This design comes from an exercise in tuning for small area and a short achievable clock period on the open sky130 flow, not from production work.
No functional check of the RTL was part of any run shown here.
Power and IR drop assume default switching activity.

## flow/design.v (module list and top-level ports; edited modules follow where they fit)
// module hb_sum: 1410 lines
// module rate_ctl: 151 lines
module rate_ctl (
    input  wire               clk,
    input  wire               rst,         
    input  wire [1:0]         rate_sel,    
    input  wire               minphase,    
    input  wire               in_valid,
    input  wire signed [17:0] in_data,
    output reg                out_valid,
    output reg  signed [17:0] out_data
);
  // ...
==> flow/run.sh <==
#!/bin/bash
# synth_recipe.tcl (not shown) runs the flow's synth.tcl, then flattens the netlist and writes it again
# the make line also repeats each setting of config.mk as NAME=value (left out here)
make -C /OpenROAD-flow-scripts/flow DESIGN_CONFIG=/design/flow/config.mk WORK_HOME=/design/flow/orfs CLKGATE_MAP_FILE= SYNTH_SCRIPT=/design/flow/synth_recipe.tcl finish
==> flow/config.mk <==
export PLATFORM = sky130hd
export DESIGN_NAME = rate_ctl
export DESIGN_NICKNAME = rate_ctl
export VERILOG_FILES = /design/flow/design.v
export SDC_FILE = /design/flow/constraint.sdc
export NUM_CORES = 4
export LEC_CHECK = 0
export ABC_CLOCK_PERIOD_IN_PS = 5000
export CAP_MARGIN = 20
export CORE_MARGIN = 2
export CORE_UTILIZATION = 40
export PLACE_DENSITY = 0.6
export SLEW_MARGIN = 20
==> flow/constraint.sdc <==
create_clock -name core_clock -period 20.0 [get_ports {clk}]
set_input_delay 4.0000 -clock core_clock [delete_from_list [all_inputs] [get_ports {clk}]]
set_output_delay 4.0000 -clock core_clock [all_outputs]
set_load 0.01 [all_outputs]
==> flow_metrics.env, run 1 <==
export IMPL_netlist_instances=4215
export IMPL_synth_area_um2=55200
export IMPL_cp_startpoint="out_data[4]$_DFF_P_"
export IMPL_hold_ws_ps=327
export IMPL_max_slew_worst_pin_slew_ps=1250
export IMPL_hpwlAfterDp_mm=127
export IMPL_layout_common_cells="edfxtp_1, inv_1, fa_1"
export IMPL_io_pins=43
export IMPL_met2_usage=0.392
export IMPL_fmax_ghz=0.177
export IMPL_intPower_mw=4.43
export IMPL_holdCritPathClass="reg -> reg"
export IMPL_synthArstFlopShare=0
export IMPL_rows=136
export IMPL_drc=0
export IMPL_seq_cells=1083
export IMPL_critPathCaptureType="output pin"
export IMPL_crit_fanout=1
export IMPL_final_common_cell="edfxtp_1"
export IMPL_synth_xor_area_frac=0.0212
export IMPL_multi_input_gates=2340
export IMPL_status="complete, no violations"
export IMPL_synth_edff_count=828
export IMPL_finalCriticalPeriod_ps=5650
export IMPL_dieArea_um2=141000
export IMPL_yosys_most_used_dff="edfxtp_1"
export IMPL_initial_core_util=0.402
export IMPL_pg_comb_mw=1.70
export IMPL_insertion_delay_ps=770
export IMPL_fin_worst_skew_ps=62.1
export IMPL_synth_area_leaders="edfxtp_1, fa_1, dfxtp_1"
export IMPL_report_final_slew_viol_count=0
export IMPL_cp_cell_sequence="clkdlybuf4s50_1"
export IMPL_min_path_cells=0
==> run 2: changes to the inputs <==
==> flow/flow/run.sh (new file) <==
#!/bin/bash
# Layout flow: the standard ORFS flow with two changes.
#  - the port buffers are buf_4 cells instead of the resizer's default pick;
#  - timing repair aims for a setup slack of SETUP_SLACK_MARGIN ns, well above 0,
#    so the design is sized for the shortest period it can reach. The clock and
#    constraints are the standard flow's, unchanged.
# Each tool's output goes to the ORFS logs under orfs/logs; the make output to
# standard.log in the work folder.
set -euo pipefail
cd "$(dirname "$0")/.."
export BUFFER_PORTS_ARGS="-buffer_cell sky130_fd_sc_hd__buf_4"
export SETUP_SLACK_MARGIN=$(cat flow/margin.txt)
bash standard.sh > standard.log 2>&1
==> flow/flow/margin.txt (new file) <==
14.5
==> flow/standard.sh (new file) <==
#!/bin/bash
# synth_recipe.tcl (not shown) runs the flow's synth.tcl, then flattens the netlist and writes it again
# the make line also repeats each setting of config.mk as NAME=value (left out here)
make -C /OpenROAD-flow-scripts/flow DESIGN_CONFIG=/design/flow/config.mk WORK_HOME=/design/flow/orfs CLKGATE_MAP_FILE= SYNTH_SCRIPT=/design/flow/synth_recipe.tcl "${@:-finish}"
removed: flow/run.sh
==> run 2 against run 1 <==
Effect of this change: setup slack better by 440 ps; fmax is 8.4% higher; flip-flop and latch count stayed put; synthesized cell count stayed put.
==> flow_metrics.env, run 2 <==
export IMPL_insertion_delay_ps=720
export IMPL_antenna_found_initial=8
export IMPL_ant_nets=0
export IMPL_routedWlPerCell_um=28.4
export IMPL_report_final_slew_viol_count=0
export IMPL_layout_common_cells="edfxtp_1, inv_1, fa_1"
export IMPL_die_y_um=376
export IMPL_cts_buffers=111
export IMPL_max_slew_worst_pin_slew_ps=1250
export IMPL_crit_fanout=37
export IMPL_drt_initial_drc_count=5261
export IMPL_gp_congestion=0.998
export IMPL_arrival_ps=5770
export IMPL_grt_pass1_vias=34900
export IMPL_yosys_most_used_dff="edfxtp_1"
export IMPL_min_path_cells=0
export IMPL_port_buffers=42
export IMPL_hpwlAfterDp_mm=130
export IMPL_final_common_cell="edfxtp_1"
export IMPL_finalCriticalPeriod_ps=5220
export IMPL_fin_worst_skew_ps=47.2
export IMPL_status="complete, no violations"
export IMPL_synthArstFlopShare=0
export IMPL_combPwrFrac=0.266
export IMPL_grt_ovfl_total=0
export IMPL_p_sw_frac=0.325
export IMPL_num_antenna_cells=0
export IMPL_start_kind="flop"
export IMPL_power_density_nw_per_um2=104
export IMPL_synth_top_area_cell="edfxtp_1"
export IMPL_core_area_um2=137000
export IMPL_grt_pass1_wl_mm=249
export IMPL_initial_core_util=0.402
export IMPL_post_route_period_util=0.261
export IMPL_holdCritPathClass="reg -> reg"
export IMPL_reg_largest_list="h1e x180, h2e x180, h3e x180"
export IMPL_yosysUniqueCellTypes=78
export IMPL_synth_top_cell_area_share=0.450
export IMPL_synth_area_leaders="edfxtp_1, fa_1, dfxtp_1"
export IMPL_ys_seq_area_frac=0.542
export IMPL_fmax_ghz=0.192
export IMPL_synth_seq_cells=1083
export IMPL_slew_headroom=0.160
export IMPL_avgSynthCellArea_um2=13.1
export IMPL_intPower_mw=4.35
export IMPL_rows=136
export IMPL_ys_warn_count=1
export IMPL_fin_cells=6167
export IMPL_vias=35200
export IMPL_area_delta_synth_final_pct=11.8
export IMPL_netlist_instances=4215
export IMPL_critPathRequiredTime_ps=20560
export IMPL_finalSetupTns_ps=0
export IMPL_chipWidth_um=376
export IMPL_vdd_drop_max_v=0.0000992
export IMPL_p_clk_frac=0.323
export IMPL_maxCapViolations=0
export IMPL_p_sw_mw=2.10
export IMPL_io_pins=43
export IMPL_drive_gt1_frac=0.0869
export IMPL_cts_tree="done"
export IMPL_via_per_inst=5.71
export IMPL_clkTransAtPathRegs_ps=60
export IMPL_grt_use_total=0.245
export IMPL_power_sequential_fraction=0.411
export IMPL_hold_viol=0
export IMPL_synth_most_common_cell="edfxtp_1"
export IMPL_clockBufferDepth=3
export IMPL_rsz0062_at_grt="no"
export IMPL_firstDrtPassIters=8
export IMPL_reg2regPathDepth=22
export IMPL_routed_wl_mm=175
export IMPL_drc=0
export IMPL_grt_max_degree=79
export IMPL_synth_edff_count=828
export IMPL_synth_area_um2=55200
export IMPL_cts_sinks=1083
export IMPL_nets=4906
export IMPL_dieArea_um2=141000
export IMPL_cts_root_buf="clkbuf_16"
export IMPL_synth_nets=4842
export IMPL_critPathCaptureType="flop"
export IMPL_fill_cells=12300
export IMPL_worstSetupPathType="reg -> reg"
export IMPL_cts_max_level=3
export IMPL_place_inst=5947
export IMPL_p_leak_nw=23.9
export IMPL_synthTopCellsByCount="edfxtp_1, inv_1, fa_1, dfxtp_1, a222oi_1"
export IMPL_setup_violations=0
==> run 2: cell counts after synthesis <==
Identical to the previous run, type by type.
==> run 2: repair_timing <==
item	4_1_cts	5_1_grt
pin swaps	0	7
resized for setup	4	14
hold endpoints to repair	0	0
hold buffers	0	0
buffers inserted	0	11
endpoints found under the setup margin	7	24
==> run 2: final cells by class <==
type	instances	area (µm²)	share of cell area
Clock inverter	68	694	0.0112
Multi-Input combinational cell	2340	22500	0.365
Timing Repair Buffer	112	917	0.0149
Clock buffer	139	3000	0.0486
Sequential cell	1083	30000	0.485
Inverter	631	2370	0.0384
Tap cell	1794	2240	0.0363
==> run 2: power groups by stage <==
stage	logic (mW)	clock network (mW)	registers (mW)
after floorplan	0.981	0	2.69
after global placement	1.67	0	2.70
after detailed placement	1.71	0	2.70
after CTS	1.72	2.11	2.65
after global routing	1.90	2.20	2.66
final	1.72	2.08	2.65
==> run 2: metal layers <==
metal,track usage,up-vias,routed length [µm]
li1,-,15100,-
met3,0.0506,304,18500
met1,0.353,17600,73600
met2,0.372,2097,77500
met5,0,-,39
met4,0.0771,6,5540
==> run 2: through the flow <==
stage,hold WS (ps),utilization,setup WS (ps),instance area [µm²],total power [mW]
CTS,336,0.448,14510,61600,6.48
global route,344,0.450,14540,61800,6.76
floorplan,310,-,15000,55300,3.67
global placement,314,0.421,14470,57900,4.37
finish,336,0.450,14780,61800,6.45
detailed placement,312,0.421,14390,57900,4.41
==> run 2: kinds of logic after synthesis <==
logic type | Yosys count | synth area share
AOI/OAI and AO/OA | 802 | 0.105
xor gates and xnor gates | 134 | 0.0212
adders and majority gates | 603 | 0.193
buffers and inverters | 792 | 0.0540
DFF | 1083 | 0.542
muxes | 191 | 0.0353
and+or+nand+nor | 610 | 0.0491
==> run 2: critical path, stage by stage, from the launching register on <==
cell,delay [ps]
dfxtp_1,540
inv_1,210
a21oi_4,190
buf_8,330
a21boi_2,220
buf_4,330
inv_1,120
a31oi_4,150
clkbuf_8,360
a222oi_1,150
nor2_1,120
ha_1,180
inv_1,60
fa_1,450
nor2b_1,120
o21ai_0,140
a21boi_1,270
o211ai_1,160
a21oi_1,310
or3_1,210
nand2_1,90
nor3_1,180
o32ai_1,130
==> run 2: path summary, 6_finish.rpt <==
check / start / end / slack [ps]
setup reg to reg: cnt2[2]$_SDFFE_PP0P_ / X5[18]$_DFF_P_ / 14780
hold / removal: tA[0]$_SDFF_PP1_ / tB[0]$_DFF_P_ / 340
setup / recovery: cnt2[2]$_SDFFE_PP0P_ / X5[18]$_DFF_P_ / 14780
hold reg to reg: tA[0]$_SDFF_PP1_ / tB[0]$_DFF_P_ / 340

==> separate check: timing with driven ports <==
Ports are ideal in the flow. The routed layouts listed here were re-timed in OpenROAD.
Step 1: set_driving_cell puts a clkbuf_16 on clk and a buf_2 on each other input, an assumption about the parent block.
Step 2 also shifts input and output timing later by t, the mid clock arrival at the registers, as if the neighbouring blocks saw the same clock.
Slacks: ideal ports / drivers / drivers and shift; pairs: ideal ports / drivers.
run | t (ns) | slack for setup (ns) | latest minus earliest clock arrival (ns) | worst slew at a driven data input, ns | pins driven straight from the clock port
run 1 | 0.806 | 14.346 / 14.276 / 14.405 | 0.065 / 0.065 | 0.05 | 1
run 2 | 0.773 | 14.782 / 14.739 / 14.782 | 0.047 / 0.048 | 0.05 | 1
After both steps every run listed still meets setup and hold.
